From an optimization exercise on the open Yosys and OpenROAD flow, aimed at small area, a short achievable clock period and few clock cycles per item; shortcuts taken in it are not production practice. RTL that was checked went through simulation tests only; none was proved equivalent to the original. No functional check of the RTL was part of runs 1 to 4. No activity file was given, so power comes from the tool's default toggle rates.

==> design.v <==
module sfl_gf_inv (
    input  wire       clk,
    input  wire [9:0] num,
    input  wire [9:0] den,
    output reg  [9:0] quo
);
    localparam [99:0] TO_C = 100'h257a12ae427b295f90c1ce001;
    localparam [99:0] FR_C = 100'h843cb0d8333b30d8e13a98c01;
    function [9:0] lin;
        input [9:0]  a;
        input [99:0] m;
        reg   [9:0]  p;
        integer i;
        begin
            p = 10'd0;
            for (i = 0; i < 10; i = i + 1)
                if (a[i])
                    p = p ^ m[i*10 +: 10];
            lin = p;
        end
    endfunction
    function [4:0] gf32_mul;
        input [4:0] a;
        input [4:0] b;
        reg   [4:0] p;
        reg   [4:0] x;
        integer i;
        begin
            p = 5'd0;
            x = a;
            for (i = 0; i < 5; i = i + 1) begin
                if (b[i])
                    p = p ^ x;
                x = {x[3:0], 1'b0} ^ (x[4] ? 5'h05 : 5'h00);
            end
            gf32_mul = p;
        end
    endfunction
    localparam [159:0] INV32 = 160'hdd263fd5512a35ee8b0b699e78649663ae9e4820;
    function [4:0] gf32_inv;
        input [4:0] a;
        reg   [4:0] y;
        integer k;
        begin
            y = 5'd0;
            for (k = 1; k < 32; k = k + 1)
                y = y | ({5{a == k}} & INV32[k*5 +: 5]);
            gf32_inv = y;
        end
    endfunction
    reg  [9:0] n1, d1;
    reg  [4:0] q1;
    wire [9:0] dc = lin(den, TO_C);
    always @(posedge clk) begin
        n1 <= lin(num, TO_C);
        d1 <= dc;
        q1 <= gf32_mul(dc[4:0], dc[4:0]) ^ gf32_mul(dc[4:0], dc[9:5]) ^ gf32_mul(dc[9:5], dc[9:5]);
    end
    reg  [9:0] n2, i2;
    wire [4:0] qi = gf32_inv(q1);
    always @(posedge clk) begin
        n2 <= n1;
        i2 <= {gf32_mul(d1[9:5], qi), gf32_mul(d1[4:0] ^ d1[9:5], qi)};
    end
    wire [4:0] hh = gf32_mul(n2[9:5], i2[9:5]);
    wire [4:0] ll = gf32_mul(n2[4:0], i2[4:0]);
    wire [4:0] mm = gf32_mul(n2[9:5] ^ n2[4:0], i2[9:5] ^ i2[4:0]);
    always @(posedge clk)
        quo <= lin({mm ^ ll, hh ^ ll}, FR_C);
endmodule
module sfl_rs_dec (
    input  wire       clk,
    input  wire       rst,
    input  wire       in_valid,
    output reg        in_ready,
    input  wire [9:0] in_sym,
    input  wire       in_short,
    output reg        err_valid,
    output reg  [9:0] err_pos,
    output wire [9:0] err_val,
    output reg        done,
    output reg        fail,
    output reg  [4:0] nerr
);
    localparam NSYN = 30;
    function [9:0] gf_mul;
        input [9:0] a;
        input [9:0] b;
        reg   [9:0] p;
        reg   [9:0] x;
        integer i;
        begin
            p = 10'd0;
            x = a;
            for (i = 0; i < 10; i = i + 1) begin
                if (b[i])
                    p = p ^ x;
                x = {x[8:0], 1'b0} ^ (x[9] ? 10'h009 : 10'h000);
            end
            gf_mul = p;
        end
    endfunction
    function [9:0] gf_pow;
        input integer e;
        reg   [9:0] p;
        integer i;
        begin
            p = 10'd1;
            for (i = 0; i < e; i = i + 1)
                p = {p[8:0], 1'b0} ^ (p[9] ? 10'h009 : 10'h000);
            gf_pow = p;
        end
    endfunction
    function [9:0] gf_sq;
        input [9:0] a;
        reg   [9:0] p;
        integer i;
        begin
            p = 10'd0;
            for (i = 0; i < 10; i = i + 1)
                if (a[i])
                    p = p ^ gf_pow(2 * i);
            gf_sq = p;
        end
    endfunction
    integer j;
    genvar g;
    reg  [9:0] S [0:NSYN-1];
    reg  [9:0] rcnt;             
    reg        rfirst;           
    reg        r_short;          
    reg        sfull;            
    reg        s_short;          
    reg  [9:0] sym_r;            
    reg        v_r, f_r, l_r;
    wire       accept   = in_valid & in_ready;
    wire       r_last   = ~rfirst & (rcnt == (r_short ? 10'd230 : 10'd543));
    wire       last_acc = accept & r_last;
    reg        sI, sD, sF, sG, sU, sO, sW;
    wire       kes_idle = sI;
    reg        xfer;             
    wire [9:0] syn_next [0:NSYN-1];
    generate
        for (g = 0; g < NSYN; g = g + 1) begin : g_syn
            localparam [9:0] AJ = gf_pow(g);
            assign syn_next[g] = (f_r ? 10'd0 : gf_mul(S[g], AJ)) ^ sym_r;
        end
    endgenerate
    always @(posedge clk) begin
        sym_r <= in_sym;
        f_r   <= rfirst;
        l_r   <= r_last;
        if (v_r)
            for (j = 0; j < NSYN; j = j + 1)
                S[j] <= syn_next[j];
        if (v_r & l_r)
            s_short <= r_short;
    end
    reg [299:0] s_flat;
    always @(*) for (j = 0; j < NSYN; j = j + 1) s_flat[j*10 +: 10] = S[j];
    wire szero = ~|s_flat;
    reg  [9:0] sc  [0:NSYN-1];   
    reg  [9:0] lam [0:15];       
    reg  [9:0] bs  [0:15];       
    reg  [9:0] opa_r [0:3];      
    reg  [9:0] posr [0:3];       
    reg  [9:0] acc;              
    reg  [9:0] betr;             
    reg  [9:0] f;                
    reg  [9:0] carry;
    reg  [9:0] sa_r, sb_r;       
    reg  [3:0] ch_k;             
    reg  [4:0] L;
    reg  [4:0] kr;               
    reg  [1:0] kc;               
    reg        chg;
    reg        k_short;
    reg        szero_r;
    reg        sc_rot, sc_clr;   
    reg  [1:0] ph;               
    reg  [1:0] phn;              
    wire [4:0] kw = kr - 5'd1;   
    wire [9:0] mul_out [0:3];
    wire [9:0] lam_new [0:3];
    wire [9:0] xsel    [0:3];
    wire [9:0] bs_new  [0:3];
    generate
        for (g = 0; g < 4; g = g + 1) begin : g_lane
            assign mul_out[g] = gf_mul(opa_r[g], posr[g]);
            assign lam_new[g] = sU ? (lam[g] ^ mul_out[g]) : lam[g];
            assign xsel[g]    = chg ? lam[g] : bs[g];
            wire [9:0] xprev  = (g != 0) ? xsel[(g == 0) ? 0 : g - 1] :
                                (ph == 2'd0) ? 10'd0 :
                                (kc == 2'd0) ? (chg ? lam[15] : bs[15]) : carry;
            wire [9:0] om_wr  = (sO && (kr != 5'd0) && (ph == kw[3:2]) && (kw[1:0] == g)) ? f : bs[g];
            assign bs_new[g]  = sU ? xprev : om_wr;
        end
    endgenerate
    wire [9:0] dsum = mul_out[0] ^ mul_out[1] ^ mul_out[2] ^ mul_out[3] ^ ((kc == 2'd0) ? 10'd0 : acc);
    wire       pre_bs  = sG | (sU && kc != 2'd3);
    wire       pre_f   = sU && kc != 2'd3;
    wire       pre_rot = sO && kc == 2'd3;
    reg  [9:0] sc0 [0:3];
    reg  [9:0] sc1 [0:3];
    always @(*) begin
        for (j = 0; j < 4; j = j + 1) begin
            case (phn)
                2'd0: begin sc0[j] = sc[j];      sc1[j] = sc[(j + NSYN - 1) % NSYN]; end
                2'd1: begin sc0[j] = sc[4 + j];  sc1[j] = sc[3 + j];  end
                2'd2: begin sc0[j] = sc[8 + j];  sc1[j] = sc[7 + j];  end
                default: begin sc0[j] = sc[12 + j]; sc1[j] = sc[11 + j]; end
            endcase
        end
    end
    wire       in_chain = (ch_k != 4'd0);
    wire [9:0] smul     = gf_mul(sa_r, sb_r);
    wire       chg_n    = (acc != 10'd0) && ({L, 1'b0} <= {1'b0, kr});
    wire       chien_busy;
    reg        ld;               
    wire       c_drain;          
    wire       ld_start = sW & ~chien_busy & ~c_drain & ~ld & (ph == 2'd3);
    always @(posedge clk) begin
        if (rst) begin
            {sI, sD, sF, sG, sU, sO, sW} <= 7'b1000000;
            ch_k   <= 4'd0;
            ld     <= 1'b0;
            sc_rot <= 1'b0;
            sc_clr <= 1'b0;
        end else begin
            ld     <= ld_start;
            sc_rot <= (sD | sO) && kc == 2'd2;
            sc_clr <= sD && kc == 2'd2 && kr == 5'd29;
            if (!sG && in_chain) begin
                sa_r <= gf_sq(smul);
                ch_k <= ch_k - 4'd1;
                if (ch_k == 4'd1)
                    betr <= smul;
            end
            if (sI && xfer) begin
                L       <= 5'd0;
                kr      <= 5'd0;
                kc      <= 2'd0;
                betr    <= 10'd1;
                k_short <= s_short;
                szero_r <= szero;
                sI      <= 1'b0;
                sD      <= 1'b1;
            end
            if (sD) begin
                acc <= dsum;
                kc  <= kc + 2'd1;
                if (szero_r) begin
                    sD <= 1'b0;
                    sW <= 1'b1;
                end else if (kc == 2'd3) begin
                    sD <= 1'b0;
                    sF <= 1'b1;
                end
            end
            if (sF) begin
                sa_r <= acc;
                sb_r <= gf_sq(betr);
                sF   <= 1'b0;
                sG   <= 1'b1;
            end
            if (sG) begin
                f     <= smul;
                carry <= 10'd0;
                chg   <= chg_n;
                if (chg_n) begin
                    L    <= kr + 5'd1 - L;
                    sa_r <= gf_sq(acc);
                    sb_r <= acc;
                    ch_k <= 4'd8;
                end
                sG <= 1'b0;
                sU <= 1'b1;
            end
            if (sU) begin
                carry <= xsel[3];
                kc    <= kc + 2'd1;
                if (kc == 2'd3) begin
                    sU <= 1'b0;
                    if (kr == 5'd29) begin
                        kr <= 5'd0;
                        sO <= 1'b1;
                    end else begin
                        kr <= kr + 5'd1;
                        sD <= 1'b1;
                    end
                end
            end
            if (sO) begin
                acc <= dsum;
                kc  <= kc + 2'd1;
                if (kc == 2'd3) begin
                    f  <= dsum;
                    kr <= kr + 5'd1;
                    if (kr == 5'd15) begin
                        sO <= 1'b0;
                        sW <= 1'b1;
                    end
                end
            end
            if (ld) begin
                sW <= 1'b0;
                sI <= 1'b1;
            end
        end
    end
    always @(posedge clk) begin
        if (sI && xfer) begin
            ph  <= 2'd0;
            phn <= 2'd1;
            for (j = 0; j < 4; j = j + 1) begin
                posr[j]  <= S[(NSYN - j) % NSYN];
                opa_r[j] <= (j == 0) ? 10'd1 : 10'd0;
            end
            for (j = 0; j < 16; j = j + 1) begin
                lam[j] <= (j == 0) ? 10'd1 : 10'd0;
                bs[j]  <= (j == 1) ? 10'd1 : 10'd0;
            end
            for (j = 0; j < NSYN; j = j + 1)
                sc[j] <= S[(NSYN - j) % NSYN];
        end else begin
            ph  <= ph + 2'd1;
            phn <= phn + 2'd1;
            for (j = 0; j < 4; j = j + 1) begin
                if (sG)
                    posr[j] <= smul;
                else if (pre_f)
                    posr[j] <= f;
                else if (pre_rot)
                    posr[j] <= sc1[j];
                else
                    posr[j] <= sc0[j];
                opa_r[j] <= pre_bs ? bs[4+j] : lam[4+j];
            end
            for (j = 0; j < 12; j = j + 1) begin
                lam[j] <= lam[j+4];
                bs[j]  <= bs[j+4];
            end
            for (j = 0; j < 4; j = j + 1) begin
                lam[12+j] <= lam_new[j];
                bs[12+j]  <= bs_new[j];
            end
            if (sc_rot) begin
                sc[0] <= sc[NSYN-1];
                for (j = 1; j < NSYN; j = j + 1)
                    sc[j] <= (sc_clr && j < 16) ? 10'd0 : sc[j-1];
            end
        end
    end
    wire sfull_n  = (v_r & l_r) | (sfull & ~xfer);       
    wire sI_n     = (sI & ~xfer) | ld;
    wire xfer_n   = sfull_n & sI_n;
    wire sfull_nn = last_acc | (sfull_n & ~xfer_n);      
    wire sI_nn    = (sI_n & ~xfer_n) | ld_start;
    wire rfirst_n = accept ? r_last : rfirst;
    always @(posedge clk) begin
        if (rst) begin
            rcnt     <= 10'd0;
            rfirst   <= 1'b1;
            sfull    <= 1'b0;
            xfer     <= 1'b0;
            v_r      <= 1'b0;
            in_ready <= 1'b1;
        end else begin
            v_r      <= accept;
            sfull    <= sfull_n;
            xfer     <= xfer_n;
            in_ready <= ~rfirst_n | ~(sfull_nn & ~sI_nn);
            if (accept) begin
                if (rfirst)
                    r_short <= in_short;
                if (r_last) begin
                    rcnt   <= 10'd0;
                    rfirst <= 1'b1;
                end else begin
                    rcnt   <= rcnt + 10'd1;
                    rfirst <= 1'b0;
                end
            end
        end
    end
    reg  [9:0] R [0:15];
    reg  [9:0] Q [1:15];
    reg        c_act;            
    reg  [9:0] c_pos;            
    reg  [4:0] c_rem;            
    reg  [4:0] c_L;
    reg        c_bad;            
    assign chien_busy = c_act;
    reg [9:0] lsum, osum, odd;
    always @(*) begin
        odd  = 10'd0;
        lsum = 10'd0;
        osum = 10'd0;
        for (j = 0; j < 16; j = j + 1) begin
            lsum = lsum ^ R[j];
            if (j % 2 == 0)
                odd = odd ^ R[j];
        end
        for (j = 1; j < 16; j = j + 1)
            osum = osum ^ Q[j];
    end
    always @(posedge clk)
        if (ld)
            R[0] <= lam[15];
    generate
        for (g = 1; g < 16; g = g + 1) begin : g_rq
            localparam [9:0] AK = gf_pow(g);
            always @(posedge clk) begin
                R[g] <= ld ? ((g == 15) ? 10'd1 : lam[15-g]) : gf_mul(R[g], AK);
                Q[g] <= ld ? bs[15-g] : gf_mul(Q[g], AK);
            end
        end
    endgenerate
    wire hit  = c_act & (lsum == 10'd0) & ~c_bad;
    wire c_ok = (c_rem == 5'd0) | (hit & (c_rem == 5'd1));
    wire term = c_act & (c_ok | (c_pos == 10'd0) | c_bad);
    reg  c_fail;
    reg        h2, d2, h3, d3, h4, d4;
    reg  [9:0] o2, q2;
    assign c_drain = d2 | d3 | d4;
    sfl_gf_inv u_div (.clk(clk), .num(o2), .den(q2), .quo(err_val));
    always @(posedge clk) begin
        if (rst) begin
            c_act     <= 1'b0;
            h2        <= 1'b0;
            d2        <= 1'b0;
            h3        <= 1'b0;
            d3        <= 1'b0;
            h4        <= 1'b0;
            d4        <= 1'b0;
            err_valid <= 1'b0;
            done      <= 1'b0;
        end else begin
            if (ld) begin
                c_act <= 1'b1;
                c_pos <= k_short ? 10'd230 : 10'd543;
                c_rem <= L;
                c_L   <= L;
                c_bad <= (L > 5'd15);
            end else begin
                c_pos <= c_pos - 10'd1;
                if (hit)
                    c_rem <= c_rem - 5'd1;
                if (term) begin
                    c_act  <= 1'b0;
                    c_fail <= ~c_ok;
                end
            end
            h2 <= hit;
            d2 <= term;
            h3 <= h2;
            d3 <= d2;
            h4 <= h3;
            d4 <= d3;
            err_valid <= h4;
            done      <= d4;
        end
        o2      <= osum;
        q2      <= odd;
        fail    <= c_fail;
        nerr    <= c_L;
        err_pos <= c_pos + 10'd3;
    end
endmodule
==> run.sh <==
#!/bin/bash
# synth_recipe.tcl (not shown) runs the flow's synth.tcl, then flattens the netlist and writes it again
# the make line also repeats each setting of config.mk as NAME=value (left out here)
make -C /OpenROAD-flow-scripts/flow DESIGN_CONFIG=/design/flow/config.mk WORK_HOME=/design/flow/orfs CLKGATE_MAP_FILE= SYNTH_SCRIPT=/design/flow/synth_recipe.tcl finish
==> config.mk <==
export PLATFORM = sky130hd
export DESIGN_NAME = sfl_rs_dec
export DESIGN_NICKNAME = sfl_rs_dec
export VERILOG_FILES = /design/flow/design.v
export SDC_FILE = /design/flow/constraint.sdc
export NUM_CORES = 4
export LEC_CHECK = 0
export CAP_MARGIN = 10
export CORE_MARGIN = 2
export CORE_UTILIZATION = 30
export CTS_CLUSTER_DIAMETER = 60
export CTS_CLUSTER_SIZE = 30
export PLACE_DENSITY = 0.5
export SETUP_SLACK_MARGIN = 5
export SLEW_MARGIN = 10
export SYNTH_MEMORY_MAX_BITS = 16384
==> constraint.sdc <==
create_clock -name core_clock -period 10.0 [get_ports {clk}]
set_input_delay 2.0000 -clock core_clock [delete_from_list [all_inputs] [get_ports {clk}]]
set_output_delay 2.0000 -clock core_clock [all_outputs]
set_load 0.01 [all_outputs]
==> run summary, run 1 <==
- Outcome: no timing/DRC/antenna violations
- Commonest non-fill, non-tap cell in the layout: nand2_1
- Clk root buf: clkbuf_16
- CTS resizes: 0
- RR Startpoint: q2[3]
- Crit. End Element: register
- Slew @ Worst Pin: between 1 and 1.5 ns
- Cells after synthesis: 8364
- Hold path start: u_div.n1[0]
- Finish-stage setup viols: 0
- Post-DP HPWL: 178900 µm
- Pwr dens: 350.7 nW/µm²
- Port Buf Inserts: 42
- Post-synth EDFFs: 709
- YS warnings: 12
- R2R cell count: 11
- Vias per cell: about 4.9
- Setup repair bufs after CTS: 0
- Leak Pwr: between 30 and 40 nW
- Top-level port count: 43
- Final hold violations: 0
- #FFs+latches synth: 1554
- Hold Path End: u_div.n2[0]
- First-pass GRT wire length: 378400 µm
- Die area: 273100 µm²
- Hold Path Class: reg -> reg
- Max-slew violation count: 0
- Largest net degree at the start of global routing: roughly 210
- Antenna Nets Post-Route: 0
- Max-cap check violation count: 0
- Top cell type by total area after synthesis: edfxtp_1
- Unrepaired setup endpoints after global routing: false
- Vias in the first global route: 55150
- RR Endpoint: u_div.q1[4]
- Final Core Density: approximately a third
- Worst R2R Setup Slack: 6.12 ns
- Crit Path Max Fanout: 14
- Hold buffer count at CTS: 0
- Commonest cells after routing, fill and taps aside: 1574 x nand2_1, 1282 x xnor2_1, 830 x dfxtp_1, 709 x edfxtp_1, 638 x nor2_1
- Syn_area_per_cell: 9.645 µm²
- Die span in y: 522.6 µm
- Layout cells sized above 1: 6.368%
- Final min period: 3.884 ns
- Setup tns final: 0 ns
- Final Skew: approximately 0.063 ns
- Initial Util: ~30%
- Final instance area: approximately 89000 µm²
- Num CTS Buffers: 141
- DR iter-0 viols: 6087
- CTS tree: yes
- Synthesized area: 80670 µm²
- Critical Path Max Stage Delay: 0.67 ns
- Nets: 8068
- Final Cycle Share: 38.84%
- Post-route DRC violation count: 0
- CP most frequent cell: xnor3_1
- Synth Flop Type: dfxtp_1
- Worst slew margin: between 15 and 20%
- Total track usage: between 10% and 20%
- Ys async rst share: 0%
- Worst hold path depth: 0
- Crit path cell chain: xnor3_1 -> xor2_1 -> ha_1 -> inv_1 -> xnor3_1 -> nand2_1 -> o2bb2ai_1 -> a2111oi_0 -> a21oi_1 -> nor2_1 -> xnor2_1
- Worst Path Required: 10.71 ns
- H-tree depth: 4
- Syn nets: between 8000 and 9000
- Area post-placement: around 84000 µm²
- GRT Residual Overflow: 0
- Hold slack: 0.3333 ns
- Nature of the critical path startpoint: register
- DRT Wirelength: 257400 µm
- Clock latency on the worst-skew pair: ~0.85 ns
- Seq/Total Area, Yosys: 47.36%
- Vias: between 50000 and 60000
- Count of cell types in the netlist: 82
- Die X: 522.6 µm
- Gpl congestion: 0.9182
- Ranking of synthesized cells by area: edfxtp_1 26%, dfxtp_1 21%, xnor2_1 14%, nand2_1 7.3%, xor2_1 6.6%
- Fmax achieved: between 200 and 300 MHz
- TritonRoute pass-1 iters: 9
- Critical path data arrival time: 4.60 ns
- Bufs on Longest Clock Path: 4
- WS Path Type: reg -> reg
- Share of Yosys cell area claimed by the top area cell type: a little over a quarter
- Routed WL per cell: approximately 22 µm
- Cells after DPL: 11420
- Clk sinks: 1554
- Site Rows: 190
- Peak supply drop: 0.0005658 V
- Post-route insts no fill: about 12000
- Syn-to-layout area delta: 10.19%
- Initial antenna violation count: 9
- Worst-path clk slew: 0.09 ns
- Core area: ~270000 µm²
- CP max-delay cell: dfxtp_1
## final cells by class
class                   instances  area [µm²]
fillers                     27510      178800
multi-input cells            6123       39860
flip-flops and latches       1554       38240
well taps                    3552        4444
clock buffers                 154        3702
clock inverters                92        1316
repair buffers                112        1006
inverters                      84       315.3
diodes                          3       7.507
## Yosys cell counts (all sizes together) (5+ instances only)
library cell / n
or2: 6
mux2: 161
xnor2: 1286
a32o: 5
xor3: 7
nor3: 29
nor2b: 45
ha: 37
a31oi: 10
nand2b: 117
o221a: 6
edfxtp: 709
a22o: 5
xnor3: 44
inv: 80
a22oi: 26
o31ai: 10
o21ai: 384
o22a: 7
nand2: 1576
o221ai: 16
and2: 259
clkbuf: 535
nor4: 85
nor4b: 5
nand3: 54
mux2i: 85
buf: 68
a21o: 11
or3: 8
o21a: 6
o211a: 8
nor3b: 7
a211oi: 66
nor2: 640
a21oi: 166
a222oi: 50
a221oi: 22
nand3b: 124
dfxtp: 845
o211ai: 13
and3: 12
xor2: 610
o22ai: 41
nand4: 23
## power by group
group          switching, mW  internal, mW
Combinational           7.69          7.54
Sequential              1.85          8.10
Clock                   2.95          3.05
## logic make-up (layout without fill, tap and decap cells)
logic type	after synthesis	count (layout)	share of synthesized area, %
simple gates	3003	3003	16.55
xor+xnor	1947	1947	22.07
flops	1554	1554	47.36
compound gates	888	888	6.841
buf+inv	687	442	3.263
mux	246	246	3.302
fa+ha+maj	39	39	0.6111
other cells	0	3	0
## worst max-delay path by stage
| stage | start | end | slack, ns | cells after the start |
|---|---|---|---|---|
| floorplan | xfer | sc[0][0] | 5.21 | 3 |
| global placement | rst | rfirst | 5.68 | 6 |
| detailed placement | rst | c_rem[1] | 5.67 | 6 |
| CTS | in_ready | in_ready | 6.05 | 1 |
| global route | q2[3] | u_div.q1[4] | 5.75 | 11 |
| finish | q2[3] | u_div.q1[4] | 6.12 | 11 |
## metrics by stage
stage / total power, mW / setup slack [ns]
floorplan: 21.66 / 5.213
global placement: 25.26 / 5.683
detailed placement: 25.41 / 5.674
CTS: 31.47 / 6.047
global route: 33.20 / 5.750
finish: 31.18 / 6.116
## registers in the layout (all words and copies together) (netlist names), 40 cells and up
signal,cells
S,300
sc,300
R,160
bs,160
lam,160
Q,150
opa_r,40
posr,40
## worst max-delay path: cells and delay by family, from the launching register on
family                   cells  cell delay (ns)
adder cells (fa/ha/maj)      1             0.40
flip-flops                   1             0.67
AND/OR/NAND/NOR              2             0.29
XOR/XNOR                     4             1.68
AO/OA/AOI/OAI                3             0.61
buffers and inverters        1             0.11
## layer usage
metal,wire (µm),track usage [%]
met2,115300,28.69
met3,16170,2.502
met5,0,0
met1,116800,25.83
met4,9138,6.254
==> run 2: changes to the inputs <==
--- a/design.v
+++ b/design.v
@@ -50,9 +50,13 @@
     endfunction
+    reg  [9:0] n0, d0;
+    always @(posedge clk) begin
+        n0 <= lin(num, TO_C);
+        d0 <= lin(den, TO_C);
+    end
     reg  [9:0] n1, d1;
     reg  [4:0] q1;
-    wire [9:0] dc = lin(den, TO_C);
     always @(posedge clk) begin
-        n1 <= lin(num, TO_C);
-        d1 <= dc;
-        q1 <= gf32_mul(dc[4:0], dc[4:0]) ^ gf32_mul(dc[4:0], dc[9:5]) ^ gf32_mul(dc[9:5], dc[9:5]);
+        n1 <= n0;
+        d1 <= d0;
+        q1 <= gf32_mul(d0[4:0], d0[4:0]) ^ gf32_mul(d0[4:0], d0[9:5]) ^ gf32_mul(d0[9:5], d0[9:5]);
     end
@@ -169,2 +173,3 @@
     reg  [9:0] f;                
+    reg  [9:0] om_r;             
     reg  [9:0] carry;
@@ -194,3 +199,3 @@
                                 (kc == 2'd0) ? (chg ? lam[15] : bs[15]) : carry;
-            wire [9:0] om_wr  = (sO && (kr != 5'd0) && (ph == kw[3:2]) && (kw[1:0] == g)) ? f : bs[g];
+            wire [9:0] om_wr  = (sO && (kr != 5'd0) && (ph == kw[3:2]) && (kw[1:0] == g)) ? om_r : bs[g];
             assign bs_new[g]  = sU ? xprev : om_wr;
@@ -296,4 +301,4 @@
                 if (kc == 2'd3) begin
-                    f  <= dsum;
-                    kr <= kr + 5'd1;
+                    om_r <= dsum;
+                    kr   <= kr + 5'd1;
                     if (kr == 5'd15) begin
@@ -423,5 +428,4 @@
     reg        h2, d2, h3, d3, h4, d4;
-    reg  [9:0] o2, q2;
     assign c_drain = d2 | d3 | d4;
-    sfl_gf_inv u_div (.clk(clk), .num(o2), .den(q2), .quo(err_val));
+    sfl_gf_inv u_div (.clk(clk), .num(osum), .den(odd), .quo(err_val));
     always @(posedge clk) begin
@@ -462,4 +466,2 @@
         end
-        o2      <= osum;
-        q2      <= odd;
         fail    <= c_fail;
==> run summary, run 2 <==
- Outcome: no timing/DRC/antenna violations
- Fmax achieved: 263.9 MHz (+2.5%)
- TritonRoute pass-1 iters: 9 (unchanged)
- Nature of the critical path startpoint: register
- CTS tree: yes
- Setup tns final: 0 ns (unchanged)
- Vias: 56290 (-1.5%)
- Post-route insts no fill: 11640 (-0.33%)
- Mux share of post-synthesis cell area: 3.875% (+0.57 points)
- CTS resizes: 0 (unchanged)
- Nets: 8019 (-0.61%)
- Gr busiest metal: met2
- Die span in y: 522.4 µm (about the same)
- Compound-Gate Fraction of Synth Area: 6.068% (-0.77 points)
- Syn nets: 8376 (-0.48%)
- Initial antenna violation count: 8 (-1)
- Clock latency on the worst-skew pair: 0.82 ns (-0.03 ns)
- Commonest cells after routing, fill and taps aside: 1651 x nand2_1, 1295 x xnor2_1, 830 x dfxtp_1, 719 x edfxtp_1, 644 x xor2_1
- WS Path Type: reg -> out
- Top-level port count: 43 (unchanged)
- Bufs on Longest Clock Path: 3 (-1)
- Total power: 31.44 mW (+0.84%)
- Leak Pwr: 31.59 nW (-1.2%)
- Largest net degree at the start of global routing: 208 (-2.8%)
- Setup repair bufs after CTS: 0 (unchanged)
- Port Buf Inserts: 42 (unchanged)
- Final Skew: 0.05806 ns (-0.005225 ns)
- Synth cell count leaders: 1652 x nand2_1, 1295 x xnor2_1, 845 x dfxtp_1
- Total track usage: 18.09% (-0.25 points)
- Cells after DPL: 11390 (-0.33%)
- Initial Util: 30.12% (about the same)
- Max-cap check violation count: 0 (unchanged)
- Die area: 272900 µm² (about the same)
- GR Layer Usage met3: 2.040% (-0.46 points)
- Core area: 267700 µm² (unchanged)
- CP max-delay cell: clkdlybuf4s50_1
- Pwr dens: 355.2 nW/µm² (+1.3%)
- Final Core Density: 33.06% (-0.14 points)
- Synthesized area: 80630 µm² (about the same)
- Worst Path Required: 8.00 ns (-2.71 ns)
- Max-slew violation count: 0 (unchanged)
- Unrepaired setup endpoints after global routing: false
- Hold slack: 0.3269 ns (-0.006341 ns)
- GR met2 Demand/Resource: 28.95% (+0.26 points)
- Count of cell types in the netlist: 77 (-6.1%)
- Syn-to-layout area delta: 9.775%
- Most common cell in the synthesized netlist: nand2_1
- Hold Path Class: reg -> reg
- Worst-path clk slew: 0.08 ns (about the same)
- #FFs+latches synth: 1564 (+0.64%)
- Hold buffer count at CTS: 0 (unchanged)
- Final Cycle Share: 37.89% (-0.94 points)
- Vias per cell: 4.838 (-1.2%)
- Post-synthesis simple-gate area fraction: 16.43% (-0.12 points)
- Critical Path Max Stage Delay: 0.57 ns (-0.10 ns)
- DR iter-0 viols: 5742 (-5.7%)
- Peak supply drop: 0.0006642 V (+17%)
- Kind of cell adding the most delay to the critical path: buffers and inverters
- Vias in the first global route: 54190 (-1.7%)
- GRT Residual Overflow: 0 (unchanged)
- Routed WL per cell: 21.79 µm (-1.2%)
- Post-DP HPWL: 175800 µm (-1.8%)
- Post-Synth Adder-Cell Area: 0.5990% (-0.012 points)
- Seq/Total Area, Yosys: 47.76% (+0.40 points)
- Num CTS Buffers: 131 (-7.1%)
- Antenna Nets Post-Route: 0 (unchanged)
- Clk root buf: clkbuf_16
- Slew @ Worst Pin: 1.163 ns (-0.09139 ns)
- Gpl congestion: 0.9021 (-1.8%)
- Largest family of logic cells by synthesized area: XOR/XNOR gates
- Synth Flop Type: dfxtp_1
- Ys async rst share: 0% (unchanged)
- Ranking of synthesized cells by area: edfxtp_1 27%, dfxtp_1 21%, xnor2_1 14%, nand2_1 7.7%, xor2_1 7.0%
- WP buf/inv: 1 (unchanged)
- Commonest non-fill, non-tap cell in the layout: nand2_1
- Die X: 522.4 µm (about the same)
- DRT Wirelength: 253500 µm (-1.5%)
- Final hold violations: 0 (unchanged)
- Crit Path Max Fanout: 1 (-13)
- Cells after synthesis: 8324 (-0.48%)
- Clk sinks: 1564 (+0.64%)
- Syn_area_per_cell: 9.686 µm² (+0.43%)
- Top cell type by total area after synthesis: edfxtp_1
- Filler Cells Inserted: 27450 (-0.23%)
- Post-route DRC violation count: 0 (unchanged)
- Site Rows: 190 (unchanged)
- Crit. End Element: output pin
- Post-synthesis xor/xnor area fraction: 21.99% (-0.084 points)
- Worst slew margin: 22.19% (+5.8 points)
- Share of Yosys cell area claimed by the top area cell type: 26.78% (+0.39 points)
- Layout cells sized above 1: 6.304% (-0.064 points)
- H-tree depth: 4 (unchanged)
- YS warnings: 12 (unchanged)
- Met1 Track Usage GR: 25.22% (-0.61 points)
- Post-synth EDFFs: 719 (+1.4%)
- First-pass GRT wire length: 371800 µm (-1.7%)
- Crit path cell chain: clkdlybuf4s50_1
- Critical path data arrival time: 1.79 ns (-2.81 ns)
- Largest regs: S x300, sc x300
- Final min period: 3.789 ns (-0.09449 ns)
- Finish-stage setup viols: 0 (unchanged)
[run 2: report_power, final]
group | switching (mW) | total, mW | internal (mW)
Combinational | 7.76 | 15.6 | 7.87
Sequential | 1.85 | 10.2 | 8.31
Clock | 2.86 | 5.65 | 2.79
[run 2: cell type report]
cell class	instances	area [µm²]	area share (%)
multi-input combinational	6067	39540	44.67
sequential	1564	38540	43.54
tap	3552	4444	5.021
clock buffer	140	3407	3.849
clock inverter	100	1252	1.415
timing repair buffer	102	928.4	1.049
inverter	101	379.1	0.4283
antenna	9	22.52	0.02545
[run 2: metal layers]
| layer | vias to the layer above | routed length [µm] | share of wire (%) |
|---|---|---|---|
| met5 | - | 0 | 0 |
| met4 | 0 | 8879 | 3.5 |
| met3 | 341 | 12180 | 4.8 |
| met2 | 1609 | 115800 | 46 |
| met1 | 27660 | 116600 | 46 |
| li1 | 26680 | - | - |
[run 2: worst paths after layout]
kind,depth (start not counted),endpoint,from,slack [ns]
worst min register to register,0,u_div.n1[9],u_div.n0[9],0.33
worst max-delay path,1,nerr[1],nerr[1],6.21
worst max register to register,6,sc[5][3],xfer,6.28
worst min-delay path,0,u_div.n1[9],u_div.n0[9],0.33
[run 2: cell families (layout without fill, tap and decap cells)]
family	Yosys count	count (layout)
AOI/OAI and AO/OA	780	780
xor gates and xnor gates	1975	1975
adders and majority gates	38	38
buffers and inverters	693	443
DFF	1564	1564
muxes	291	291
other	0	9
and+or+nand+nor	2983	2983
[run 2: through the flow]
stage	worst slack [ns]	area, µm²
after floorplan	5.008	80630
after global placement	5.883	83830
after detailed placement	5.833	83830
after CTS	6.128	88490
after global routing	6.076	88490
final	6.211	88510
==> run 3: changes to the inputs <==
--- a/config.mk
+++ b/config.mk
@@ -10,4 +10,3 @@
 export CORE_UTILIZATION = 30
-export CTS_CLUSTER_DIAMETER = 60
-export CTS_CLUSTER_SIZE = 30
+export CTS_BUF_LIST = sky130_fd_sc_hd__clkbuf_8
 export PLACE_DENSITY = 0.5
==> run summary, run 3 <==
- Total track usage: 18.26% (+0.17 points)
- Leak Pwr: 32.48 nW (+2.8%)
- Cells after synthesis: 8324 (unchanged)
- Clock power frac: 18.5% (+0.5 points)
- Vias per cell: 4.815 (-0.46%)
- DRT Wirelength: 256600 µm (+1.2%)
- Final Cycle Share: 39.36% (+1.5 points)
- Clock latency on the worst-skew pair: 0.98 ns (+0.16 ns)
- Count of cell types in the netlist: 77 (unchanged)
- Peak supply drop: 0.0006555 V (-1.3%)
- Syn-to-layout area delta: 10.58%
- Final hold violations: 0 (unchanged)
- NetSw: 12.43 mW (-0.33%)
- Sequential power share: 32.1% (-0.2 points)
- Setup repair bufs after CTS: 0 (unchanged)
- Total power: 31.67 mW (+0.73%)
- Slew @ Worst Pin: 1.154 ns (-0.008631 ns)
- Ranking of synthesized cells by area: edfxtp_1 27%, dfxtp_1 21%, xnor2_1 14%, nand2_1 7.7%, xor2_1 7.0%
- Die span in y: 522.4 µm (unchanged)
- Worst hold path depth: 0 (unchanged)
- Worst-path clk slew: 0.05 ns (-0.03 ns)
- Core area: 267700 µm² (unchanged)
- Max-cap check violation count: 0 (unchanged)
- Hold path start: u_div.n0[4]
- Critical Path Max Stage Delay: 0.57 ns (about the same)
- Num CTS Buffers: 289 (+120%)
- Synth cell count leaders: 1652 x nand2_1, 1295 x xnor2_1, 845 x dfxtp_1
- Ys async rst share: 0% (unchanged)
- Routed WL per cell: 21.58 µm (-0.96%)
- Die area: 272900 µm² (unchanged)
- Clk sinks: 1564 (unchanged)
- Crit path cell chain: clkdlybuf4s50_1
- Hold Path Class: reg -> reg
- Clk root buf: clkbuf_8
- Initial antenna violation count: 11 (+3)
- Crit. End Element: output pin
- Worst slew margin: 22.76% (+0.58 points)
- First-pass GRT wire length: 376900 µm (+1.4%)
- Internal power: 19.24 mW (+1.4%)
- Share of Yosys cell area claimed by the top area cell type: 26.78% (unchanged)
- Setup tns final: 0 ns (unchanged)
- Post-DP HPWL: 175800 µm (unchanged)
- R2R cell count: 6 (unchanged)
- Crit Path Max Fanout: 1 (unchanged)
- Nature of the critical path startpoint: register
- GRT Residual Overflow: 0 (unchanged)
- Bufs on Longest Clock Path: 4 (+1)
- Antenna Nets Post-Route: 0 (unchanged)
- Site Rows: 190 (unchanged)
- Gpl congestion: 0.9021 (unchanged)
- Hold slack: 0.3083 ns (-0.01866 ns)
- Top cell type by total area after synthesis: edfxtp_1
- Synth Flop Type: dfxtp_1
- Vias in the first global route: 55700 (+2.8%)
- Fmax achieved: 254.1 MHz (-3.7%)
- RR Startpoint: xfer
- Vias: 57270 (+1.7%)
- WS Path Type: reg -> out
- Unrepaired setup endpoints after global routing: false
- #FFs+latches synth: 1564 (unchanged)
- Max-slew violation count: 0 (unchanged)
- WP buf/inv: 1 (unchanged)
- Syn_area_per_cell: 9.686 µm² (unchanged)
- CTS resizes: 0 (unchanged)
- Pwr dens: 355.2 nW/µm² (about the same)
- Commonest cells after routing, fill and taps aside: 1651 x nand2_1, 1295 x xnor2_1, 830 x dfxtp_1, 719 x edfxtp_1, 644 x xor2_1
- Largest net degree at the start of global routing: 208 (unchanged)
- Final min period: 3.936 ns (+0.1465 ns)
- Most common cell in the synthesized netlist: nand2_1
- Sw frac: 39.24% (-0.42 points)
- Combinational power share: 49.3% (-0.4 points)
- Commonest non-fill, non-tap cell in the layout: nand2_1
- Critical path data arrival time: 1.94 ns (+0.15 ns)
- Largest regs: S x300, sc x300
- Initial Util: 30.12% (unchanged)
- Worst R2R Setup Slack: 6.29 ns (about the same)
- Port Buf Inserts: 42 (unchanged)
- Syn nets: 8376 (unchanged)
- Layout cells sized above 1: 7.642% (+1.3 points)
- Synthesized area: 80630 µm² (unchanged)
- Filler Cells Inserted: 27550 (+0.36%)
- Final Core Density: 33.31% (+0.24 points)
- TritonRoute pass-1 iters: 11 (+2)
- Top-level port count: 43 (unchanged)
- CTS tree: yes
- RR Endpoint: sc[6][0]
- YS warnings: 12 (unchanged)
- Nets: 8177 (+2.0%)
- Outcome: no timing/DRC/antenna violations
- Kind of cell adding the most delay to the critical path: buffers and inverters
- H-tree depth: 5 (+1)
- Die X: 522.4 µm (unchanged)
- CP max-delay cell: clkdlybuf4s50_1
- Seq/Total Area, Yosys: 47.76% (unchanged)
- Worst Setup SP: nerr[1]
- Worst Path Required: 8.00 ns (about the same)
- DR iter-0 viols: 5749 (+0.12%)
- Post-route DRC violation count: 0 (unchanged)
- Post-synth EDFFs: 719 (unchanged)
- Hold buffer count at CTS: 0 (unchanged)
- Final Skew: 0.07879 ns (+0.02072 ns)
- Hold Path End: u_div.n1[4]
- Finish-stage setup viols: 0 (unchanged)
==> run 3: layout make-up <==
cell class	count	area (µm²)	area share (%)
Clock buffer	328	4514	5.063
Multi-Input combinational cell	6067	39540	44.34
Tap cell	3552	4444	4.985
Sequential cell	1564	38540	43.22
Timing Repair Buffer	102	928.4	1.041
Inverter	101	379.1	0.4252
Antenna cell	6	15.01	0.01684
Clock inverter	173	804.5	0.9023
==> run 3: power by group through the flow <==
stage	clock network [mW]	logic [mW]	registers, mW
global route	6.28	17.2	10.3
detailed placement	0	15.7	10.3
floorplan	0	13.3	9.24
global placement	0	15.6	10.3
finish	5.87	15.6	10.2
CTS	6.01	15.8	10.2
==> run 3: stage by stage <==
stage               cells  setup WS, ns  area [µm²]
floorplan            8324         5.008       80630
global placement    11390         5.883       83830
detailed placement  11390         5.833       83830
CTS                 11890         5.954       89150
global route        11890         5.985       89150
finish              11890         6.064       89160
==> run 3: per-layer routing <==
metal / part of all wire, % / vias to the layer above / GRT usage (%)
li1: - / 27010 / -
met1: 45 / 27920 / 25.13
met2: 45 / 1890 / 28.97
met3: 5.5 / 449 / 2.415
met4: 4.0 / 2 / 7.047
met5: 0.0039 / - / 0
==> run 3: worst max path at each step <==
stage,to,slack [ns],cells after the start
6_report,nerr[1],6.06,1
4_1_cts,nerr[3],5.95,1
3_5_place_dp,rfirst,5.83,5
3_3_place_gp,rfirst,5.88,5
5_1_grt,nerr[1],5.99,1
2_1_floorplan,sc[0][0],5.01,4
==> run 3: worst reg2reg max path: cells and delay by family (launching register included) <==
family / cells / cell delay [ns]
buf+inv: 3 / 2.67
simple gates: 3 / 0.50
flops: 1 / 0.35
==> run 3: cell families (layout without fill, tap and decap cells) <==
kind of cell / count (synthesis) / after routing / share of synthesized area (%)
AOI/OAI and AO/OA: 780 / 780 / 6.068
adders and majority gates: 38 / 38 / 0.5990
other: 0 / 6 / 0
and+or+nand+nor: 2983 / 2983 / 16.43
DFF: 1564 / 1564 / 47.76
xor gates and xnor gates: 1975 / 1975 / 21.99
buffers and inverters: 693 / 704 / 3.281
muxes: 291 / 291 / 3.875
==> run 4: changes to the inputs <==
--- a/config.mk
+++ b/config.mk
@@ -11,2 +11,4 @@
 export CTS_BUF_LIST = sky130_fd_sc_hd__clkbuf_8
+export CTS_CLUSTER_DIAMETER = 40
+export CTS_CLUSTER_SIZE = 20
 export PLACE_DENSITY = 0.5
==> run summary, run 4 <==
- Ranking of synthesized cells by area: edfxtp_1 27%, dfxtp_1 21%, xnor2_1 14%, nand2_1 7.7%, xor2_1 7.0%
- Area post-placement: 83830 µm² (unchanged)
- Post-synth EDFFs: 719 (unchanged)
- Most common cell in the synthesized netlist: nand2_1
- RR Startpoint: xfer
- Post-route DRC violation count: 0 (unchanged)
- Vias in the first global route: 55670 (-0.059%)
- Antenna Nets Post-Route: 0 (unchanged)
- Synth cell count leaders: 1652 x nand2_1, 1295 x xnor2_1, 845 x dfxtp_1
- GR met2 Demand/Resource: 29.05% (+0.082 points)
- Syn-to-layout area delta: 11.77%
- Crit. End Element: output pin
- H-tree depth: 5 (unchanged)
- First-pass GRT wire length: 376800 µm (about the same)
- Bufs on Longest Clock Path: 4 (unchanged)
- Setup tns final: 0 ns (unchanged)
- Final Core Density: 33.66% (+0.36 points)
- Fmax achieved: 254.1 MHz (about the same)
- Setup repair bufs after CTS: 0 (unchanged)
- Worst Path Required: 8.00 ns (about the same)
- Total power: 32.66 mW (+3.1%)
- Routed WL per cell: 21.57 µm (about the same)
- Nature of the critical path startpoint: register
- Unrepaired setup endpoints after global routing: false
- Num CTS Buffers: 282 (-2.4%)
- Final instance area: 90110 µm² (+1.1%)
- Commonest cells after routing, fill and taps aside: 1651 x nand2_1, 1295 x xnor2_1, 830 x dfxtp_1, 719 x edfxtp_1, 644 x xor2_1
- Top-level port count: 43 (unchanged)
- Gr busiest metal: met2
- Critical path data arrival time: 1.93 ns (about the same)
- Initial Util: 30.12% (unchanged)
- Finish-stage setup viols: 0 (unchanged)
- Die X: 522.4 µm (unchanged)
- Max-slew violation count: 0 (unchanged)
- Vias per cell: 4.803 (-0.26%)
- Synthesized area: 80630 µm² (unchanged)
- Final hold violations: 0 (unchanged)
- DR iter-0 viols: 5485 (-4.6%)
- Worst slew margin: 19.01% (-3.8 points)
- Final worst slack: 6.065 ns (+0.001130 ns)
- Total track usage: 18.26% (about the same)
- Syn_area_per_cell: 9.686 µm² (unchanged)
- Kind of cell adding the most delay to the critical path: buffers and inverters
- YS warnings: 12 (unchanged)
- Post-DP HPWL: 175800 µm (unchanged)
- Cells after DPL: 11390 (unchanged)
- Cells after synthesis: 8324 (unchanged)
- Hold buffer count at CTS: 0 (unchanged)
- DRT Wirelength: 256300 µm (-0.12%)
- Core area: 267700 µm² (unchanged)
- Largest regs: S x300, sc x300
- Hold slack: 0.3270 ns (+0.01872 ns)
- Worst Setup SP: nerr[1]
- Share of Yosys cell area claimed by the top area cell type: 26.78% (unchanged)
- Critical Path Max Stage Delay: 0.57 ns (about the same)
- CP max-delay cell: clkdlybuf4s50_1
- Final min period: 3.935 ns (-0.001130 ns)
- Peak supply drop: 0.0006563 V (+0.13%)
- WS Path Type: reg -> out
- Top cell type by total area after synthesis: edfxtp_1
- Hold Path Class: reg -> reg
- WP buf/inv: 1 (unchanged)
- Clock latency on the worst-skew pair: 0.98 ns (about the same)
- GR Layer Usage met3: 2.351% (-0.064 points)
- CTS tree: yes
- Slew @ Worst Pin: 1.204 ns (+0.04954 ns)
- Die span in y: 522.4 µm (unchanged)
- Ys async rst share: 0% (unchanged)
- Commonest non-fill, non-tap cell in the layout: nand2_1
- Seq/Total Area, Yosys: 47.76% (unchanged)
- Leak Pwr: 32.56 nW (+0.24%)
- Nets: 8170 (-0.086%)
- Outcome: no timing/DRC/antenna violations
- Syn nets: 8376 (unchanged)
- Count of cell types in the netlist: 77 (unchanged)
- Clk sinks: 1564 (unchanged)
- Pwr dens: 362.4 nW/µm² (+2.0%)
- Vias: 57070 (-0.35%)
- Max-cap check violation count: 0 (unchanged)
- #FFs+latches synth: 1564 (unchanged)
- Gpl congestion: 0.9021 (unchanged)
- TritonRoute pass-1 iters: 7 (-4)
- Post-Place Worst Slack: 5.833 ns (unchanged)
- Synth Flop Type: dfxtp_1
- Crit path cell chain: clkdlybuf4s50_1
- Initial antenna violation count: 10 (-1)
- Crit Path Max Fanout: 1 (unchanged)
- Met1 Track Usage GR: 25.17% (+0.037 points)
- Die area: 272900 µm² (unchanged)
- Clk root buf: clkbuf_8
- Post-route insts no fill: 11880 (-0.092%)
- CTS resizes: 0 (unchanged)
- Port Buf Inserts: 42 (unchanged)
- Final Skew: 0.07781 ns (-0.0009713 ns)
- Layout cells sized above 1: 8.708% (+1.1 points)
- Worst-path clk slew: 0.07 ns (+0.02 ns)
- Hold path start: u_div.n1[2]
- Final Cycle Share: 39.35% (about the same)
- GRT Residual Overflow: 0 (unchanged)
- Largest net degree at the start of global routing: 208 (unchanged)
- Site Rows: 190 (unchanged)
==> run 4: cell count changes in the layout (fill, tap and decap cells not counted), moves of 2 or more <==
cell        delta
bufinv_16     +33
clkbuf_8      -27
clkinv_1      -15
clkinv_2      +13
clkinv_4      +13
clkinv_8       +5
clkinvlp_4    +26
diode_2        -2
inv_1         -82
inv_12         +3
inv_6         +15
inv_8          +5
==> run 4: routing by layer <==
layer | share of wire (%) | vias to the layer above
met5 | 0.0039 | -
met4 | 3.9 | 2
met3 | 5.0 | 414
met2 | 46 | 1726
met1 | 45 | 27910
li1 | - | 27010
==> run 4: cell families after synthesis <==
| logic type | synth area share [%] |
|---|---|
| mux | 3.875 |
| buf+inv | 3.281 |
| simple gates | 16.43 |
| xor+xnor | 21.99 |
| compound gates | 6.068 |
| fa+ha+maj | 0.5990 |
| flops | 47.76 |
==> run 4: final timing paths <==
kind / end / slack, ns / depth (start not counted)
worst max register to register: sc[6][0] / 6.27 / 6
worst max-delay path: nerr[1] / 6.07 / 1
worst min register to register: u_div.n2[2] / 0.33 / 0
worst min-delay path: u_div.n2[2] / 0.33 / 0
==> run 4: power breakdown <==
group / internal, mW / switching, mW / total, mW
clock: 3.80 / 3.08 / 6.88
combinational: 7.87 / 7.74 / 15.6
sequential: 8.32 / 1.85 / 10.2
total: 20.0 / 12.7 / 32.7
==> run 4: area by class of cell <==
| type | count | area (µm²) |
|---|---|---|
| multi-input combinational | 6067 | 39540 |
| clock inverter | 191 | 2135 |
| fill | 27400 | 177600 |
| antenna | 4 | 10.01 |
| inverter | 101 | 379.1 |
| tap | 3552 | 4444 |
| timing repair buffer | 102 | 928.4 |
| sequential | 1564 | 38540 |
| clock buffer | 301 | 4143 |
==> run 5: changes to the inputs <==
--- a/design.v
+++ b/design.v
@@ -142,3 +142,3 @@
     wire       last_acc = accept & r_last;
-    reg        sI, sD, sF, sG, sU, sO, sW;
+    reg        sI, sN, sD, sF, sG, sU, sO, sW;
     wire       kes_idle = sI;
@@ -194,3 +194,4 @@
             assign mul_out[g] = gf_mul(opa_r[g], posr[g]);
-            assign lam_new[g] = sU ? (lam[g] ^ mul_out[g]) : lam[g];
+            assign lam_new[g] = sU ? (lam[g] ^ mul_out[g]) :
+                                sN ? {9'd0, ph == 2'd0 && g == 0} : lam[g];
             assign xsel[g]    = chg ? lam[g] : bs[g];
@@ -200,3 +201,4 @@
             wire [9:0] om_wr  = (sO && (kr != 5'd0) && (ph == kw[3:2]) && (kw[1:0] == g)) ? om_r : bs[g];
-            assign bs_new[g]  = sU ? xprev : om_wr;
+            assign bs_new[g]  = sU ? xprev :
+                                sN ? {9'd0, ph == 2'd0 && g == 1} : om_wr;
         end
@@ -228,3 +230,3 @@
         if (rst) begin
-            {sI, sD, sF, sG, sU, sO, sW} <= 7'b1000000;
+            {sI, sN, sD, sF, sG, sU, sO, sW} <= 8'b10000000;
             ch_k   <= 4'd0;
@@ -243,3 +245,3 @@
             end
-            if (sI && xfer) begin
+            if (xfer) begin
                 L       <= 5'd0;
@@ -251,3 +253,10 @@
                 sI      <= 1'b0;
-                sD      <= 1'b1;
+                sN      <= 1'b1;
+            end
+            if (sN) begin
+                kc <= kc + 2'd1;
+                if (kc == 2'd3) begin
+                    sN <= 1'b0;
+                    sD <= 1'b1;
+                end
             end
@@ -316,15 +325,13 @@
     always @(posedge clk) begin
-        if (sI && xfer) begin
-            ph  <= 2'd0;
-            phn <= 2'd1;
-            for (j = 0; j < 4; j = j + 1) begin
-                posr[j]  <= S[(NSYN - j) % NSYN];
-                opa_r[j] <= (j == 0) ? 10'd1 : 10'd0;
-            end
-            for (j = 0; j < 16; j = j + 1) begin
-                lam[j] <= (j == 0) ? 10'd1 : 10'd0;
-                bs[j]  <= (j == 1) ? 10'd1 : 10'd0;
-            end
+        if (xfer) begin
             for (j = 0; j < NSYN; j = j + 1)
                 sc[j] <= S[(NSYN - j) % NSYN];
+        end else if (sc_rot) begin
+            sc[0] <= sc[NSYN-1];
+            for (j = 1; j < NSYN; j = j + 1)
+                sc[j] <= (sc_clr && j < 16) ? 10'd0 : sc[j-1];
+        end
+        if (xfer) begin
+            ph  <= 2'd0;
+            phn <= 2'd1;
         end else begin
@@ -332,26 +339,21 @@
             phn <= phn + 2'd1;
-            for (j = 0; j < 4; j = j + 1) begin
-                if (sG)
-                    posr[j] <= smul;
-                else if (pre_f)
-                    posr[j] <= f;
-                else if (pre_rot)
-                    posr[j] <= sc1[j];
-                else
-                    posr[j] <= sc0[j];
-                opa_r[j] <= pre_bs ? bs[4+j] : lam[4+j];
-            end
-            for (j = 0; j < 12; j = j + 1) begin
-                lam[j] <= lam[j+4];
-                bs[j]  <= bs[j+4];
-            end
-            for (j = 0; j < 4; j = j + 1) begin
-                lam[12+j] <= lam_new[j];
-                bs[12+j]  <= bs_new[j];
-            end
-            if (sc_rot) begin
-                sc[0] <= sc[NSYN-1];
-                for (j = 1; j < NSYN; j = j + 1)
-                    sc[j] <= (sc_clr && j < 16) ? 10'd0 : sc[j-1];
-            end
+        end
+        for (j = 0; j < 4; j = j + 1) begin
+            if (sG)
+                posr[j] <= smul;
+            else if (pre_f)
+                posr[j] <= f;
+            else if (pre_rot)
+                posr[j] <= sc1[j];
+            else
+                posr[j] <= sc0[j];
+            opa_r[j] <= pre_bs ? bs[4+j] : lam[4+j];
+        end
+        for (j = 0; j < 12; j = j + 1) begin
+            lam[j] <= lam[j+4];
+            bs[j]  <= bs[j+4];
+        end
+        for (j = 0; j < 4; j = j + 1) begin
+            lam[12+j] <= lam_new[j];
+            bs[12+j]  <= bs_new[j];
         end
--- a/config.mk
+++ b/config.mk
@@ -10,5 +10,4 @@
 export CORE_UTILIZATION = 30
-export CTS_BUF_LIST = sky130_fd_sc_hd__clkbuf_8
-export CTS_CLUSTER_DIAMETER = 40
-export CTS_CLUSTER_SIZE = 20
+export CTS_CLUSTER_DIAMETER = 60
+export CTS_CLUSTER_SIZE = 30
 export PLACE_DENSITY = 0.5
==> run summary, run 5 <==
- Syn_area_per_cell: 10.64 µm² (+9.9%)
- Core area: 256900 µm² (-4.0%)
- Critical Path Max Stage Delay: 0.61 ns (+0.04 ns)
- Final min period: 3.905 ns (-0.02958 ns)
- #FFs+latches synth: 1565 (+0.064%)
- CTS resizes: 0 (unchanged)
- Crit path cell chain: clkdlybuf4s50_1
- Post-DP HPWL: 167500 µm (-4.7%)
- GRT Residual Overflow: 0 (unchanged)
- Worst R2R Setup Slack: 6.20 ns (-0.07 ns)
- Kind of cell adding the most delay to the critical path: buffers and inverters
- Total power: 32.63 mW (about the same)
- Worst-path clk slew: 0.09 ns (+0.02 ns)
- Clock latency on the worst-skew pair: 0.81 ns (-0.17 ns)
- Bufs on Longest Clock Path: 3 (-1)
- First-pass GRT wire length: 345700 µm (-8.3%)
- Final hold violations: 0 (unchanged)
- Routed WL per cell: 22.58 µm (+4.7%)
- Largest net degree at the start of global routing: 205 (-1.4%)
- Final worst slack: 6.095 ns (+0.02958 ns)
- Critical path data arrival time: 1.91 ns (-0.02 ns)
- Slew @ Worst Pin: 1.283 ns (+0.07928 ns)
- Pwr dens: 384.2 nW/µm² (+6.0%)
- Num CTS Buffers: 113 (-60%)
- Top-level port count: 43 (unchanged)
- Worst slew margin: 13.85% (-5.2 points)
- Final Cycle Share: 39.05% (-0.30 points)
- Hold Path End: u_div.n2[8]
- CTS tree: yes
- Post-synth EDFFs: 719 (unchanged)
- Ranking of synthesized cells by area: edfxtp_1 28%, dfxtp_1 22%, xnor2_1 15%, xor2_1 7.2%, nand2_1 4.3%
- Count of cell types in the netlist: 86 (+12%)
- Initial antenna violation count: 11 (+1)
- Top cell type by total area after synthesis: edfxtp_1
- Clk sinks: 1565 (+0.064%)
- Worst Path Required: 8.00 ns (about the same)
- Area post-placement: 80700 µm² (-3.7%)
- Largest regs: S x300, sc x300
- Cells after synthesis: 7282 (-13%)
- Post-route DRC violation count: 0 (unchanged)
- Synth cell count leaders: 1311 x xnor2_1, 896 x nand2_1, 846 x dfxtp_1
- Finish-stage setup viols: 0 (unchanged)
- Nature of the critical path startpoint: register
- Most common cell in the synthesized netlist: xnor2_1
- Highest routed layer: met5
- Share of Yosys cell area claimed by the top area cell type: 27.86% (+1.1 points)
- Synthesized area: 77510 µm² (-3.9%)
- Met2 wire length: 110700 µm (-5.3%)
- Clk root buf: clkbuf_16
- Unrepaired setup endpoints after global routing: false
- Synth Flop Type: dfxtp_1
- Leak Pwr: 29.79 nW (-8.5%)
- Layout cells sized above 1: 8.679% (-0.029 points)
- Die X: 512.3 µm (-1.9%)
- Site Rows: 186 (-2.1%)
- TritonRoute pass-1 iters: 9 (+2)
- Final instance area: 84920 µm² (-5.8%)
- Crit Path Max Fanout: 1 (unchanged)
- Syn nets: 7334 (-12%)
- DRT Wirelength: 236400 µm (-7.8%)
- R2R cell count: 3 (-3)
- Multi-input logic area: 36670 µm² (-7.3%)
- Hold buffer count at CTS: 0 (unchanged)
- Max-slew violation count: 0 (unchanged)
- Max-cap check violation count: 0 (unchanged)
- Antenna Nets Post-Route: 0 (unchanged)
- Seq/Total Area, Yosys: 49.71% (+1.9 points)
- Peak supply drop: 0.0009483 V (+44%)
- DR iter-0 viols: 5197 (-5.3%)
- CP max-delay cell: clkdlybuf4s50_1
- Setup tns final: 0 ns (unchanged)
- WS Path Type: reg -> out
- Vias: 50890 (-11%)
- Hold path start: u_div.n1[8]
- DR WL met3: 11120 µm (-13%)
- YS warnings: 12 (unchanged)
- Commonest non-fill, non-tap cell in the layout: xnor2_1
- Syn-to-layout area delta: 9.555%
- RR Startpoint: xfer
- Nets: 7037 (-14%)
- Vias in the first global route: 49520 (-11%)
- Final Skew: 0.04940 ns (-0.02841 ns)
- RR Endpoint: sc[23][8]
- Commonest cells after routing, fill and taps aside: 1308 x xnor2_1, 894 x nand2_1, 832 x dfxtp_1, 719 x edfxtp_1, 635 x xor2_1
- Ys async rst share: 0% (unchanged)
- Die area: 262500 µm² (-3.8%)
- Setup repair bufs after CTS: 0 (unchanged)
- Vias per cell: 4.860 (+1.2%)
- Gpl congestion: 0.8690 (-3.7%)
- Port Buf Inserts: 42 (unchanged)
- Crit. End Element: output pin
- Initial Util: 30.17% (+0.048 points)
- Reg area: 38560 µm² (about the same)
- WP buf/inv: 1 (unchanged)
- Total track usage: 17.45% (-0.80 points)
- Fmax achieved: 256.1 MHz (+0.76%)
- Filler Cells Inserted: 25930 (-5.4%)
- Outcome: no timing/DRC/antenna violations
- Die span in y: 512.3 µm (-1.9%)
- M1 wire length: 107800 µm (-7.6%)
- Worst hold path depth: 0 (unchanged)
- Hold Path Class: reg -> reg
- Post-Place Worst Slack: 6.249 ns (+0.4162 ns)
- H-tree depth: 3 (-2)
==> run 5: layout make-up <==
type                       count  area share (%)
inverter                      95          0.4199
clock inverter                92           1.487
clock buffer                 124           3.476
timing repair buffer         100           1.040
tap                         3384           4.986
multi-input combinational   5110           43.18
sequential                  1565           45.41
antenna                        2        0.005894
==> run 5: how the worst max path moves through the flow <==
| stage | from | endpoint | cells after the start |
|---|---|---|---|
| final | done | done | 1 |
| after global routing | done | done | 1 |
| after CTS | done | done | 1 |
| after detailed placement | xfer | sc[23][4] | 3 |
| after global placement | rst | sc_rot | 3 |
| after floorplan | v_r | in_ready | 4 |
==> run 5: power breakdown <==
group / internal, mW / total [mW] / switching, mW
Sequential: 8.43 / 10.4 / 1.98
Clock: 2.52 / 5.26 / 2.73
Combinational: 8.34 / 17.0 / 8.62
==> run 5: logic make-up after synthesis <==
| kind of cell | Yosys count | share of synthesized area [%] |
|---|---|---|
| simple gates | 1744 | 9.777 |
| fa+ha+maj | 38 | 0.6231 |
| mux | 454 | 6.308 |
| compound gates | 894 | 7.621 |
| buf+inv | 607 | 3.101 |
| flops | 1565 | 49.71 |
| xor+xnor | 1980 | 22.86 |
==> run 5: layer usage <==
metal / global-route usage [%] / up-vias
met5: 0 / -
li1: - / 23980
met2: 28.56 / 1406
met1: 24.19 / 25250
met4: 4.967 / 4
met3: 1.931 / 259
==> run 5: worst register-to-register path: stages (launching register included) <==
cell     delay, ns
dfxtp_4       0.67
or2_4         0.85
buf_4         0.92
buf_4         0.92
==> run 5: metrics by stage <==
| stage | instances | hold WS (ns) | util (%) |
|---|---|---|---|
| final | 10470 | 0.3293 | 33.05 |
| after global routing | 10470 | 0.3298 | 33.05 |
| after CTS | 10470 | 0.3305 | 33.05 |
| after detailed placement | 10250 | 0.3121 | 31.41 |
| after global placement | 10250 | 0.3110 | 31.39 |
| after floorplan | 7282 | 0.3096 | - |
Testbench counts of run 5, summed over its fixed seeds: cycles 105,239, codewords 192.
==> run 6: changes to the inputs <==
--- a/design.v
+++ b/design.v
@@ -183,2 +183,3 @@
     reg        szero_r;
+    reg        sc_en;            
     reg        sc_rot, sc_clr;   
@@ -208,5 +209,3 @@
     wire       pre_f   = sU && kc != 2'd3;
-    wire       pre_rot = sO && kc == 2'd3;
     reg  [9:0] sc0 [0:3];
-    reg  [9:0] sc1 [0:3];
     always @(*) begin
@@ -214,6 +213,6 @@
             case (phn)
-                2'd0: begin sc0[j] = sc[j];      sc1[j] = sc[(j + NSYN - 1) % NSYN]; end
-                2'd1: begin sc0[j] = sc[4 + j];  sc1[j] = sc[3 + j];  end
-                2'd2: begin sc0[j] = sc[8 + j];  sc1[j] = sc[7 + j];  end
-                default: begin sc0[j] = sc[12 + j]; sc1[j] = sc[11 + j]; end
+                2'd0:    sc0[j] = sc[j];
+                2'd1:    sc0[j] = sc[4 + j];
+                2'd2:    sc0[j] = sc[8 + j];
+                default: sc0[j] = sc[12 + j];
             endcase
@@ -237,4 +236,4 @@
             ld     <= ld_start;
-            sc_rot <= (sD | sO) && kc == 2'd2;
-            sc_clr <= sD && kc == 2'd2 && kr == 5'd29;
+            sc_rot <= (sD | sO) && kc == 2'd1;
+            sc_clr <= sD && kc == 2'd1 && kr == 5'd29;
             if (!sG && in_chain) begin
@@ -325,9 +324,11 @@
     always @(posedge clk) begin
-        if (xfer) begin
-            for (j = 0; j < NSYN; j = j + 1)
-                sc[j] <= S[(NSYN - j) % NSYN];
-        end else if (sc_rot) begin
-            sc[0] <= sc[NSYN-1];
-            for (j = 1; j < NSYN; j = j + 1)
-                sc[j] <= (sc_clr && j < 16) ? 10'd0 : sc[j-1];
+        if (sc_en) begin
+            if (xfer)
+                for (j = 0; j < NSYN; j = j + 1)
+                    sc[j] <= S[(NSYN - j) % NSYN];
+            else begin
+                sc[0] <= sc[NSYN-1];
+                for (j = 1; j < NSYN; j = j + 1)
+                    sc[j] <= (sc_clr && j < 16) ? 10'd0 : sc[j-1];
+            end
         end
@@ -345,4 +346,2 @@
                 posr[j] <= f;
-            else if (pre_rot)
-                posr[j] <= sc1[j];
             else
@@ -372,2 +371,3 @@
             xfer     <= 1'b0;
+            sc_en    <= 1'b0;
             v_r      <= 1'b0;
@@ -378,2 +378,3 @@
             xfer     <= xfer_n;
+            sc_en    <= xfer_n | ((sD | sO) && kc == 2'd1);
             in_ready <= ~rfirst_n | ~(sfull_nn & ~sI_nn);
--- a/config.mk
+++ b/config.mk
@@ -12,3 +12,3 @@
 export CTS_CLUSTER_SIZE = 30
-export PLACE_DENSITY = 0.5
+export PLACE_DENSITY = 0.65
 export SETUP_SLACK_MARGIN = 5
==> run summary, run 6 <==
- Final Core Density: 33.11% (+0.059 points)
- Post-synthesis xor/xnor area fraction: 22.95% (+0.084 points)
- YS warnings: 11 (-1)
- Cells after synthesis: 7211 (-0.98%)
- Routed WL per cell: 20.90 µm (-7.4%)
- Vias in the first global route: 49640 (+0.24%)
- RR Startpoint: R[6][7]
- Hold path start: u_div.n1[9]
- Die X: 510.4 µm (-0.38%)
- Post-synth EDFFs: 719 (unchanged)
- Nets: 6952 (-1.2%)
- Combinational power share: 50.4% (-1.6 points)
- Final Skew: 0.05761 ns (+0.008206 ns)
- Crit. End Element: output pin
- Max-cap check violation count: 0 (unchanged)
- Synth cell count leaders: 1328 x xnor2_1, 904 x nand2_1, 846 x dfxtp_1
- Share of Yosys cell area claimed by the top area cell type: 28.07% (+0.21 points)
- Post-synthesis simple-gate area fraction: 9.797% (+0.019 points)
- Ys async rst share: 0% (unchanged)
- Antenna Nets Post-Route: 0 (unchanged)
- Filler Cells Inserted: 25320 (-2.4%)
- WP buf/inv: 1 (unchanged)
- Kind of cell adding the most delay to the critical path: buffers and inverters
- Post-DP HPWL: 150800 µm (-10%)
- Synth Flop Type: dfxtp_1
- Hold slack: 0.3336 ns (+0.004311 ns)
- Initial Util: 30.21% (+0.042 points)
- Final instance area: 84300 µm² (-0.72%)
- Commonest non-fill, non-tap cell in the layout: xnor2_1
- Sequential power share: 32.9% (+1.0 points)
- Worst Path Required: 8.00 ns (about the same)
- Syn_area_per_cell: 10.67 µm² (+0.22%)
- Final hold violations: 0 (unchanged)
- Post-route DRC violation count: 0 (unchanged)
- Core area: 254600 µm² (-0.90%)
- Crit path cell chain: clkdlybuf4s50_1
- Layout cells sized above 1: 8.107% (-0.57 points)
- Area post-placement: 80080 µm² (-0.77%)
- Num CTS Buffers: 107 (-5.3%)
- CTS tree: yes
- Worst-path clk slew: 0.09 ns (about the same)
- Pwr dens: 366.3 nW/µm² (-4.7%)
- Worst Setup SP: in_ready
- H-tree depth: 3 (unchanged)
- Clk root buf: clkbuf_16
- Mux share of post-synthesis cell area: 5.730% (-0.58 points)
- NetSw: 12.23 mW (-8.3%)
- Sw frac: 39.59% (-1.3 points)
- Final Cycle Share: 38.02% (-1.0 points)
- Final min period: 3.802 ns (-0.1029 ns)
- Total track usage: 16.15% (-1.3 points)
- Post-Synth Adder-Cell Area: 0.6279% (+0.0048 points)
- Setup tns final: 0 ns (unchanged)
- Gpl congestion: 0.9424 (+8.4%)
- Outcome: no timing/DRC/antenna violations
- Slew @ Worst Pin: 1.362 ns (+0.07845 ns)
- Clock latency on the worst-skew pair: 0.82 ns (about the same)
- Ranking of synthesized cells by area: edfxtp_1 28%, dfxtp_1 22%, xnor2_1 15%, xor2_1 7.0%, nand2_1 4.4%
- Finish-stage setup viols: 0 (unchanged)
- #FFs+latches synth: 1565 (unchanged)
- Compound-Gate Fraction of Synth Area: 7.978% (+0.36 points)
- Syn nets: 7263 (-0.97%)
- Largest family of logic cells by synthesized area: XOR/XNOR gates
- Vias per cell: 4.936 (+1.6%)
- Clk sinks: 1565 (unchanged)
- CTS resizes: 0 (unchanged)
- Hold Path Class: reg -> reg
- Leak Pwr: 29.24 nW (-1.8%)
- CP max-delay cell: clkdlybuf4s50_1
- Initial antenna violation count: 6 (-5)
- Top cell type by total area after synthesis: edfxtp_1
-- run 6: cell count changes in the layout (fill, tap and decap cells not counted), moves of 28 or more --
cell,before,now
a21o_1,5,33
mux2i_1,178,131
inv_1,93,63
a21oi_1,121,87
nor2_1,438,410
-- run 6: path summary, 6_finish.rpt --
path                  to  slack, ns  cells past startpoint
min          u_div.n2[9]       0.33                      0
min reg2reg  u_div.n2[9]       0.33                      0
max reg2reg     c_rem[1]       6.37                      7
max             in_ready       6.20                      1
-- run 6: final cells by class --
type	instances	area, µm²	area share [%]
Multi-Input combinational cell	5073	36260	43.01
Timing Repair Buffer	88	798.3	0.9469
Clock buffer	113	2710	3.215
Sequential cell	1565	38570	45.75
Tap cell	3366	4212	4.996
Clock inverter	90	1504	1.784
Antenna cell	1	2.502	0.002968
Inverter	65	244.0	0.2894
-- run 6: kinds of logic after synthesis --
logic type,after synthesis
mux,406
fa+ha+maj,38
simple gates,1735
xor+xnor,1973
buf+inv,573
flops,1565
compound gates,921
-- run 6: per-stage QoR --
step,total power [mW],cells,setup WS [ns]
3_5_place_dp,25.95,10160,6.031
4_1_cts,31.11,10360,6.110
3_3_place_gp,25.58,10160,6.027
5_1_grt,32.82,10360,6.102
2_1_floorplan,22.71,7211,5.191
6_report,30.88,10360,6.198
-- run 6: layer usage --
metal	up-vias	share of wire, %	global-route usage (%)
met5	-	0.012	0
met4	4	4.0	6.016
met3	388	6.9	2.185
met2	1941	46	26.16
met1	25090	43	21.85
li1	23730	-	-
-- run 6: power groups by stage --
stage               Combinational, mW  Sequential [mW]  Clock [mW]
detailed placement               15.7             10.3           0
global placement                 15.4             10.2           0
global route                     17.0             10.3        5.48
floorplan                        13.5             9.25           0
CTS                              15.7             10.1        5.24
finish                           15.6             10.1        5.16
Testbench counts of run 6, summed over its fixed seeds: cycles 105,239, codewords 192.

## port drivers added, routing unchanged
The results above use ideal ports. As a check the final layouts listed here were re-extracted and re-timed, cells and wires unchanged. Step 1: set_driving_cell puts a clkbuf_16 on clk and a buf_2 on each other input, an assumption about the parent block. Step 2, shift: input delay + t, output delay - t, t = (earliest + latest rising clock arrival at the registers) / 2. This alone moves slack from input paths to output paths. Three values: ideal ports, drivers, drivers and shift; two values: the first two.
run | t (ns) | setup slack, ns | clock arrival spread, ns | worst data-port slew with drivers (ns) | pins driven straight from the clock port
run 1 | 0.914 | 6.116 / 6.102 / 5.685 | 0.069 / 0.070 | 0.07 | 1
run 2 | 0.889 | 6.211 / 6.115 / 5.858 | 0.059 / 0.059 | 0.07 | 1
run 3 | 1.024 | 6.064 / 5.978 / 5.847 | 0.082 / 0.082 | 0.07 | 1
run 4 | 1.032 | 6.065 / 5.978 / 5.833 | 0.091 / 0.092 | 0.07 | 1
run 5 | 0.871 | 6.095 / 6.003 / 6.198 | 0.053 / 0.053 | 0.04 | 1
run 6 | 0.887 | 6.198 / 6.104 / 6.045 | 0.075 / 0.075 | 0.05 | 1
After both steps every run listed still meets setup and hold. The setup slack of run 1, which loses most, moves by -0.014 ns with the drivers and by -0.431 ns with both steps.
